Source: an optimization exercise on an open RTL-to-GDS flow (aim: small area, a short achievable clock period and few clock cycles). Production flows keep margins and buffers that such runs may drop. In this exercise RTL edits were held to simulation tests only and were not proved equivalent to the original.

Design chk_block, start of the top module:
module chk_block (
    input  wire        clk,
    input  wire        rst,
    input  wire        req_valid,
    output wire        req_ready,
    input  wire [1:0]  req_op,
    input  wire [5:0]  req_addr,
    input  wire [2:0]  req_tenant,
    input  wire [31:0] req_wdata,
    input  wire [5:0]  wv_width,
    input  wire        wv_refin,
    input  wire        wv_refout,
    input  wire [2:0]  wv_fowner,
    input  wire [31:0] wv_poly,
    input  wire [31:0] wv_init,
    input  wire [31:0] wv_xorout,
    input  wire [31:0] wv_ref,
    output reg         rsp_valid,
    output reg  [1:0]  rsp_status,
    output wire [31:0] rsp_rdata
);
clock: 20.0 ns
lec_check: 0
cap_margin: 10
core_margin: 2
core_utilization: 45
cts_cluster_diameter: 70
cts_cluster_size: 30
slew_margin: 10
tns_end_percent: 10
standard.sh (not shown) runs the stock make flow with config.mk's settings and CLKGATE_MAP_FILE= SYNTH_SCRIPT=/design/flow/synth_recipe.tcl, a recipe that flattens the netlist after the stock synthesis.
==> flow/flow/run.sh <==
#!/bin/bash
# Standard layout, with timing repair aimed at a tighter clock than the
# 20 ns constraint (repair stops once setup slack reaches the margin), and
# plain buffers (not delay cells) on the ports.
set -euo pipefail
bash standard.sh SETUP_SLACK_MARGIN=13.5 "BUFFER_PORTS_ARGS=-buffer_cell sky130_fd_sc_hd__buf_2" finish > standard.log 2>&1
Testbench counts at the start, summed over its fixed seeds: cycles 6,567.
Then changed:
--- a/flow/flow/run.sh
+++ b/flow/flow/run.sh
@@ -6 +6 @@
-bash standard.sh SETUP_SLACK_MARGIN=13.5 "BUFFER_PORTS_ARGS=-buffer_cell sky130_fd_sc_hd__buf_2" finish > standard.log 2>&1
+bash standard.sh SETUP_SLACK_MARGIN=13 "BUFFER_PORTS_ARGS=-buffer_cell sky130_fd_sc_hd__buf_2" finish > standard.log 2>&1
--- a/flow/config.mk
+++ b/flow/config.mk
@@ -8 +8 @@
-export CAP_MARGIN = 10
+export CAP_MARGIN = 20
@@ -10,5 +10,2 @@
-export CORE_UTILIZATION = 45
-export CTS_CLUSTER_DIAMETER = 70
-export CTS_CLUSTER_SIZE = 30
-export SLEW_MARGIN = 10
-export TNS_END_PERCENT = 10
+export CORE_UTILIZATION = 30
+export SLEW_MARGIN = 20
The changed run ran to the end with no violations.
Count of clock-buffer cells in the layout went up by 27.
Via count went down by 1.1%.
Hold slack loses 0.033 ns.
Die area went up by 49%.
Then changed:
--- a/flow/flow/run.sh
+++ b/flow/flow/run.sh
@@ -6 +6 @@
-bash standard.sh SETUP_SLACK_MARGIN=13 "BUFFER_PORTS_ARGS=-buffer_cell sky130_fd_sc_hd__buf_2" finish > standard.log 2>&1
+bash standard.sh SETUP_SLACK_MARGIN=13.5 "BUFFER_PORTS_ARGS=-buffer_cell sky130_fd_sc_hd__buf_2" finish > standard.log 2>&1
--- a/flow/config.mk
+++ b/flow/config.mk
@@ -8 +8 @@
-export CAP_MARGIN = 20
+export CAP_MARGIN = 10
@@ -10,2 +10,5 @@
-export CORE_UTILIZATION = 30
-export SLEW_MARGIN = 20
+export CORE_UTILIZATION = 45
+export CTS_CLUSTER_DIAMETER = 70
+export CTS_CLUSTER_SIZE = 30
+export GPL_ROUTABILITY_DRIVEN = 0
+export SLEW_MARGIN = 10
What happened: The new run finished clean. Die area goes down by 33%. Worst setup slack gets better by 0.047 ns. Wire length falls by 7.3%.
Then changed:
--- a/flow/config.mk
+++ b/flow/config.mk
@@ -10 +10 @@
-export CORE_UTILIZATION = 45
+export CORE_UTILIZATION = 55
@@ -13 +12,0 @@
-export GPL_ROUTABILITY_DRIVEN = 0
After rerunning: Synthesized area stays the same; final cell count shrinks by 4.8%; worst setup slack gets better by 0.28 ns.

Starting RTL as in the previous note.
Design chk_block, start of the top module:
module chk_block (
    input  wire        clk,
    input  wire        rst,
    input  wire        req_valid,
    output wire        req_ready,
    input  wire [1:0]  req_op,
    input  wire [5:0]  req_addr,
    input  wire [2:0]  req_tenant,
    input  wire [31:0] req_wdata,
    input  wire [5:0]  wv_width,
    input  wire        wv_refin,
    input  wire        wv_refout,
    input  wire [2:0]  wv_fowner,
    input  wire [31:0] wv_poly,
    input  wire [31:0] wv_init,
    input  wire [31:0] wv_xorout,
    input  wire [31:0] wv_ref,
    output reg         rsp_valid,
    output reg  [1:0]  rsp_status,
    output wire [31:0] rsp_rdata
);
==> flow/config.mk <==
export PLATFORM = sky130hd
export DESIGN_NAME = chk_block
export DESIGN_NICKNAME = chk_block
export VERILOG_FILES = /design/flow/design.v
export SDC_FILE = /design/flow/constraint.sdc
export NUM_CORES = 4
export LEC_CHECK = 0
export CAP_MARGIN = 20
export CORE_MARGIN = 2
export CORE_UTILIZATION = 45
export SLEW_MARGIN = 20
==> flow/constraint.sdc <==
create_clock -name core_clock -period 20.0 [get_ports {clk}]
set_input_delay 4.0000 -clock core_clock [delete_from_list [all_inputs] [get_ports {clk}]]
set_output_delay 4.0000 -clock core_clock [all_outputs]
set_load 0.01 [all_outputs]
==> flow/flow/run.sh <==
#!/bin/bash
# Standard layout, with timing repair aimed at a tighter clock than the
# 20 ns constraint (repair stops once setup slack reaches the margin), and
# plain buffers (not delay cells) on the ports.
set -euo pipefail
bash standard.sh SETUP_SLACK_MARGIN=13.5 "BUFFER_PORTS_ARGS=-buffer_cell sky130_fd_sc_hd__buf_2" finish > standard.log 2>&1
Testbench counts at the start, summed over its fixed seeds: cycles 6,567.
Change:
Settings changed: CORE_UTILIZATION 45 to 30.
Sequential share of layout area is lower by 0.60 points.
Routed wire length went up by 6.3%.
Worst hold slack gets better by 0.0053 ns.
Change:
Settings changed: CTS_CLUSTER_DIAMETER set to 70, CTS_CLUSTER_SIZE set to 30.
Outcome: The new run ran to the end with no violations. Hold slack gets better by 0.020 ns. Flip-flop and latch count stays the same. Fmax increases by 1.8%. Final area decreases by about 0.43%. Setup slack gets better by 0.12 ns. Utilization fell by 0.15 points. Wire length goes down by about 0.33%.

## afterwards: timing with drivers on the ports
The results above use ideal ports. As a check the final layouts listed here were re-extracted and re-timed, cells and wires unchanged. Step 1, drivers: a clkbuf_16 drives clk and a buf_2 each remaining input, both assumed. Step 2 also shifts input and output timing later by t, the mid clock arrival at the registers, as if the neighbouring blocks saw the same clock. Three values: no drivers, after step 1, after step 2; two values: the first two.
run	t, ns	setup WS [ns]	worst slew at a driven data input, ns
the first run of note 1	0.774	13.309 / 13.154 / 12.379	0.31
the second run of note 1	0.807	13.053 / 12.749 / 11.942	0.40
the third run of note 1	0.774	13.100 / 13.151 / 12.377	0.22
the fourth run of note 1	0.786	13.378 / 13.188 / 12.402	0.29
the first run of note 2	0.796	13.368 / 13.181 / 12.384	0.30
the second run of note 2	0.804	13.252 / 13.002 / 12.197	0.36
the third run of note 2	0.798	13.372 / 13.111 / 12.313	0.37
After both steps every run listed still meets setup and hold. For the second run of note 1, which loses most, drivers alone change the setup slack by -0.304 ns; drivers and shift together by -1.111 ns.
